This is an optimization exercise on Yosys and OpenROAD, whose aim is small area and a short achievable clock period, not a production implementation. At most, simulation tests tie the RTL to the original design; equivalence was not proved. The flow treats the clock pin as an ideal source. Dropping or thinning the clock tree relies on that and would not hold on a real chip.

==> try-harbor <==
==> flow/design.v (excerpt) <==
module line_decoder (
    input  wire         clk,
    input  wire         rst,
    input  wire         in_valid,
    input  wire [144:0] in_code,
    output reg          out_valid,
    output reg  [127:0] out_data,
    output reg  [16:0]  out_check,
    output reg  [1:0]   out_status
);
    reg         r_valid;
    reg [144:0] r_code;
    reg         m_valid;
    reg [144:0] m_data;
    reg [7:0]   m_s1;
    reg [7:0]   m_e;
    reg [3:0]   m_nv;
    reg         m_fc, m_fs;
  ...
clock: 40.0 ns
lec_check: 0
cap_margin: 10
core_margin: 2
core_utilization: 65
cts_buf_list: sky130_fd_sc_hd__clkbuf_8
cts_cluster_diameter: 60
cts_cluster_size: 16
slew_margin: 10
synth_hierarchical: 1
standard.sh (not shown) runs the stock make flow with config.mk's settings and CLKGATE_MAP_FILE= SYNTH_SCRIPT=/design/flow/synth_recipe.tcl, a recipe that flattens the netlist after the stock synthesis.
==> flow/flow/run.sh <==
#!/bin/bash
# Standard ORFS layout (the standard.sh) with two changes:
#  - port buffers use the smallest plain buffer (buf_1) instead of the default delay cell;
#  - clock tree synthesis without dummy load cells.
set -euo pipefail
bash standard.sh \
  "BUFFER_PORTS_ARGS=-buffer_cell sky130_fd_sc_hd__buf_1" \
  "CTS_ARGS=-sink_clustering_enable -repair_clock_nets -dont_use_dummy_load -sink_clustering_size 16 -sink_clustering_max_diameter 60 -buf_list sky130_fd_sc_hd__clkbuf_8" \
  finish > standard.log 2>&1
==> try-delta: changes against try-harbor <==
==> flow/flow/run.sh (replaced) <==
#!/bin/bash
# Standard ORFS layout (the standard.sh) with two changes:
#  - port buffers use the smallest plain buffer (buf_1) instead of the default delay cell;
#  - clock tree synthesis without dummy load cells.
set -euo pipefail
bash standard.sh \
  "BUFFER_PORTS_ARGS=-buffer_cell sky130_fd_sc_hd__buf_1" \
  "CTS_ARGS=-sink_clustering_enable -repair_clock_nets -dont_use_dummy_load -sink_clustering_size 16 -sink_clustering_max_diameter 60 -root_buf sky130_fd_sc_hd__clkbuf_16 -buf_list sky130_fd_sc_hd__clkbuf_16 -sink_clustering_buffer sky130_fd_sc_hd__clkbuf_8" \
  finish > standard.log 2>&1
==> try-quartz: changes against try-harbor <==
==> flow/flow/run.sh (replaced) <==
#!/bin/bash
# Standard ORFS layout (the standard.sh) with two changes:
#  - port buffers use the smallest plain buffer (buf_1) instead of the default delay cell;
#  - clock tree synthesis without dummy load cells.
set -euo pipefail
bash standard.sh \
  "BUFFER_PORTS_ARGS=-buffer_cell sky130_fd_sc_hd__buf_1" \
  "CTS_ARGS=-sink_clustering_enable -repair_clock_nets -dont_use_dummy_load -sink_clustering_size 20 -sink_clustering_max_diameter 60 -root_buf sky130_fd_sc_hd__clkbuf_16 -buf_list sky130_fd_sc_hd__clkbuf_16 -sink_clustering_buffer sky130_fd_sc_hd__clkbuf_8" \
  finish > standard.log 2>&1
- CTS_CLUSTER_SIZE: 16 -> 20
==> try-ember: changes against try-harbor <==
==> flow/flow/run.sh (replaced) <==
#!/bin/bash
# Standard ORFS layout (the standard.sh) with these changes:
#  - port buffers use the smallest plain buffer (buf_1) instead of the default delay cell;
#  - clock tree: clkbuf_16 for the upper levels, clkbuf_8 leaf buffers, no dummy loads;
set -euo pipefail
ARGS=(
  "BUFFER_PORTS_ARGS=-buffer_cell sky130_fd_sc_hd__buf_1"
  "CTS_ARGS=-sink_clustering_enable -repair_clock_nets -dont_use_dummy_load -sink_clustering_size 16 -sink_clustering_max_diameter 60 -root_buf sky130_fd_sc_hd__clkbuf_16 -buf_list sky130_fd_sc_hd__clkbuf_16 -sink_clustering_buffer sky130_fd_sc_hd__clkbuf_8"
)
bash standard.sh "${ARGS[@]}" cts > standard_cts.log 2>&1
RR_ODB="$PWD/orfs/results/$FLOW_PLATFORM/line_decoder/base/4_cts.odb" \
  openroad -no_init -exit flow/remove_root.tcl > remove_root.log 2>&1
bash standard.sh "${ARGS[@]}" finish > standard.log 2>&1
==> flow/flow/remove_root.tcl (new file) <==
set odb $::env(RR_ODB)
read_db $odb
set block [ord::get_db_block]
set inst [$block findInst clkbuf_0_clk]
if {$inst == "NULL"} { puts "remove_root: no root buffer, unchanged"; exit 0 }
set a [$inst findITerm A]
set x [$inst findITerm X]
set in_net [$a getNet]
set out_net [$x getNet]
set loads {}
foreach it [$out_net getITerms] { if {[$it getId] != [$x getId]} { lappend loads $it } }
set other 0
foreach it [$in_net getITerms] { if {[$it getId] != [$a getId]} { incr other } }
if {[llength $loads] + $other > 4 || [llength [$out_net getBTerms]] > 0 || [llength [$in_net getBTerms]] != 1} {
  puts "remove_root: port would feed [expr {[llength $loads] + $other}] pins, unchanged"
  exit 0
}
foreach it $loads { $it disconnect; $it connect $in_net }
$a disconnect
$x disconnect
odb::dbInst_destroy $inst
odb::dbNet_destroy $out_net
puts "remove_root: clock port now drives [llength [$in_net getITerms]] pins"
write_db $odb
- CAP_MARGIN: 10 -> 0
- SLEW_MARGIN: 10 -> 0
==> results.txt <==
### Outcome
* result of the run: finished clean

### Route
* met1 layer wirelength in the final routing: 25.42 mm

### Global routing
* first-pass GRT wire length: 93.13 mm

### Final layout
* net count of the finished layout: 2449

the above is filed under try-delta

==> results.txt <==
### Final layout
* Multi-input comb cells: 1458
* Top class by area: multi-input gates

### Logic synthesis
* fraction of synthesized cell area taken by the top area cell type: 0.4694

### Global routing
* first-pass GRT wire length: 93.05 mm

### Outcome
* result of the run: finished clean

the above is filed under try-quartz

==> results.txt <==
### Clock tree
* hold buffers post-CTS: 0

### Outcome
* result of the run: finished clean

### Setup path
* Arrival @ worst endpoint: 870 ps

### Final layout
* net count of the finished layout: 2448

### Logic synthesis
* cell types with the largest area share after synthesis: dfxtp_1 (47%), xor2_1 (28%), xnor2_1 (7.5%), o22ai_1 (4.7%), nand2_1 (3.5%)

### Floorplan
* inserted tap cell count: 390

### Global routing
* via count of the first global-routing pass: 15470

the above is filed under try-ember

==> results.txt <==
### Clock tree
* clock edge transition at the registers on the reported setup and hold paths: 90 ps

### Outcome
* result of the run: finished clean

### Final layout
* net count of the finished layout: 2449

### Setup path
* length in cells of the worst reg-to-reg path: 26

### Min path
* Worst Hold Endpoint: m_data[17]$_DFF_P_

### Route
* met1 layer wirelength in the final routing: 25.60 mm

### Global routing
* first-pass GRT wire length: 93.05 mm

### STA
* Worst slew margin: 0.1579

the above is filed under try-harbor


==> inputs of job 9629 <==
line_decoder, a different RTL version from the one above (not shown whole).
export LEC_CHECK = 0
export CAP_MARGIN = 40
export CORE_MARGIN = 2
export CORE_UTILIZATION = 55
export CTS_BUF_LIST = sky130_fd_sc_hd__clkbuf_16
export CTS_CLUSTER_DIAMETER = 100
export CTS_CLUSTER_SIZE = 27
export SLEW_MARGIN = 30
export SYNTH_HIERARCHICAL = 1
create_clock -name core_clock -period 40.0 [get_ports {clk}]
==> flow/flow/run.sh <==
#!/bin/bash
# Standard ORFS layout (the standard.sh), with the port buffers made from
# the smallest plain buffer instead of the default delay-buffer cell.
set -euo pipefail
bash standard.sh "BUFFER_PORTS_ARGS=-buffer_cell sky130_fd_sc_hd__buf_1" finish > standard.log 2>&1
==> inputs of job 3928, as changes to job 9629 <==
CTS_CLUSTER_DIAMETER = 80   (was 100)
CTS_CLUSTER_SIZE = 24   (was 27)
==> qor summary <==
Run status: job 9629 timing/DRC/antenna clean; job 3928 timing/DRC/antenna clean
DRC marker count from the first detailed-route iteration: job 9629 2108; job 3928 2405
Fraction of standard cell area in multi-input logic: job 9629 46.5%; job 3928 46.2%
Number of nets in the layout: job 9629 2495; job 3928 2500
Relative slew margins: job 9629 38.0%; job 3928 37.3%
Final worst setup slack: job 9629 30.91 ns; job 3928 30.91 ns
Flip-flop and latch share of the layout cell area: job 9629 40.6%; job 3928 40.3%
Number of CTS-inserted buffers: job 9629 22; job 3928 26
Vias in the first global route: job 9629 15647; job 3928 15677
Total of fill cells in the finished design: job 9629 2985; job 3928 2959
Met2 routed WL: job 9629 29500 um; job 3928 29700 um
Global-route wire length before repair: job 9629 100000 um; job 3928 100000 um
Time the worst path needs with I/O delays and setup: job 9629 9.09 ns; job 3928 9.09 ns
Design area: job 9629 22800 sq um; job 3928 23000 sq um
Met2 track utilization from global routing: job 9629 55.0%; job 3928 54.9%
FMAX: job 9629 0.110 GHz; job 3928 0.110 GHz

==> wip/harbor <==
line_decoder, a different RTL version from the one above (not shown whole).
## line_decoder
module line_decoder (
    input  wire         clk,
    input  wire         rst,
    input  wire         in_valid,
    input  wire [144:0] in_code,
    output reg          out_valid,
    output reg  [127:0] out_data,
    output reg  [16:0]  out_check,
    output reg  [1:0]   out_status
);
==> flow/config.mk <==
export PLATFORM = sky130hd
export DESIGN_NAME = line_decoder
export DESIGN_NICKNAME = line_decoder
export VERILOG_FILES = /design/flow/design.v
export SDC_FILE = /design/flow/constraint.sdc
export NUM_CORES = 4
export LEC_CHECK = 0
export CAP_MARGIN = 40
export CORE_MARGIN = 2
export CORE_UTILIZATION = 40
export SLEW_MARGIN = 30
export SYNTH_HIERARCHICAL = 1
==> flow/constraint.sdc <==
create_clock -name core_clock -period 40.0 [get_ports {clk}]
set_input_delay 8.0000 -clock core_clock [delete_from_list [all_inputs] [get_ports {clk}]]
set_output_delay 8.0000 -clock core_clock [all_outputs]
set_load 0.01 [all_outputs]
Scripts as last shown in full above: flow/flow/run.sh
==> wip/xenon (differences from wip/harbor) <==
--- a/flow/config.mk
+++ b/flow/config.mk
@@ -9,3 +9,6 @@
 export CORE_MARGIN = 2
-export CORE_UTILIZATION = 40
+export CORE_UTILIZATION = 55
+export CTS_BUF_LIST = sky130_fd_sc_hd__clkbuf_16
+export CTS_CLUSTER_DIAMETER = 80
+export CTS_CLUSTER_SIZE = 24
 export SLEW_MARGIN = 30
==> wip/amber (differences from wip/harbor) <==
--- a/flow/config.mk
+++ b/flow/config.mk
@@ -7,6 +7,10 @@
 export LEC_CHECK = 0
-export CAP_MARGIN = 40
+export CAP_MARGIN = 20
 export CORE_MARGIN = 2
-export CORE_UTILIZATION = 40
-export SLEW_MARGIN = 30
+export CORE_UTILIZATION = 55
+export CTS_BUF_LIST = sky130_fd_sc_hd__clkbuf_16
+export CTS_CLUSTER_DIAMETER = 80
+export CTS_CLUSTER_SIZE = 24
+export GPL_TIMING_DRIVEN = 0
+export SLEW_MARGIN = 20
 export SYNTH_HIERARCHICAL = 1
==> flow_summary.ini <==
[global_routing]
grt_use_met2 = 0.433
grt_util_met3 = 0.0626

[placement]
dp_hpwl_mm = 57.9

[status]
status = complete, no violations

[clock_tree]
clk_latency_ps = 610

[drt]
wl_met1_mm = 30.7

[setup_path]
critPathTopFamily = flip-flops
cp.depth = 1

[sta]
fin_crit_ps = 9120
max_clock_freq_ghz = 0.110

[floorplanning]
taps = 672
That was wip/harbor.
==> flow_summary.ini <==
[sta]
max_clock_freq_ghz = 0.104
fin_crit_ps = 9580

[setup_path]
critPathTopFamily = XOR/XNOR gates
cp.depth = 29

[drt]
top_layer = met4

[global_routing]
grt_use_met2 = 0.539
grt_util_met3 = 0.0739

[floorplanning]
taps = 468

[status]
status = complete, no violations

[placement]
dp_hpwl_mm = 52.4

[clock_tree]
clk_latency_ps = 580
That was wip/amber.
==> flow_summary.ini <==
[global_routing]
grt_util_met3 = 0.0774
grt_use_met2 = 0.547

[setup_path]
cp_max_fo = 1
critPathBufInv = 1
critPathTopFamily = flip-flops

[floorplanning]
taps = 468
die_y_microns = 196

[clock_tree]
clock_sinks = 463
post_cts_resized = 0

[min_path]
holdPathStages = 0

[placement]
place_area_sq_um = 22400
dp_hpwl_mm = 54.2

[status]
status = complete, no violations

[drt]
wl_met1_mm = 29.3
dr_wl_met3_mm = 7.42

[sta]
tightest_slew_ps = 967

[cells_and_area]
reg.largest.list = m_data (145), r_code (145), out_data (128)

[pwr]
That was wip/xenon.
No run of this note included a check of the RTL's function; only the layout flow was run.

==> static timing again, ports no longer ideal <==
The results above use ideal ports. As a check the final layouts listed here were re-extracted and re-timed, cells and wires unchanged.
Step 1 assumes that a clkbuf_16 drives the clock port and a buf_2 every other input.
Step 2 also shifts input and output timing later by t, the mid clock arrival at the registers, as if the neighbouring blocks saw the same clock.
a / b / c = ideal ports / drivers / drivers and shift; a / b = the first two.
| run | t (ns) | setup slack, ns | hold WS [ns] | worst setup path at the end | worst slew at a driven data input, ns |
|---|---|---|---|---|---|
| try-harbor | 0.596 | 30.898 / 30.849 / 31.444 | 0.339 / 0.339 / 0.339 | register to output | 0.05 |
| try-delta | 0.544 | 30.962 / 30.908 / 31.452 | 0.336 / 0.336 / 0.336 | register to output | 0.05 |
| try-quartz | 0.585 | 30.928 / 30.875 / 31.460 | 0.319 / 0.319 / 0.319 | register to output | 0.05 |
| try-ember | 0.420 | 31.129 / 31.037 / 31.457 | 0.333 / 0.333 / 0.333 | register to output | 0.05 |
| job 9629 | 0.630 | 30.911 / 30.856 / 31.486 | 0.368 / 0.368 / 0.368 | register to output | 0.05 |
| job 3928 | 0.631 | 30.909 / 30.853 / 31.485 | 0.360 / 0.360 / 0.360 | register to output | 0.05 |
| wip/harbor | 0.644 | 30.884 / 30.828 / 31.260 | 0.357 / 0.357 / 0.357 | register to register | 0.06 |
| wip/xenon | 0.653 | 30.884 / 30.828 / 31.479 | 0.369 / 0.369 / 0.369 | register to register | 0.05 |
| wip/amber | 0.631 | 30.421 / 30.421 / 30.421 | 0.354 / 0.354 / 0.354 | register to register | 0.05 |
After both steps every run listed still meets setup and hold.
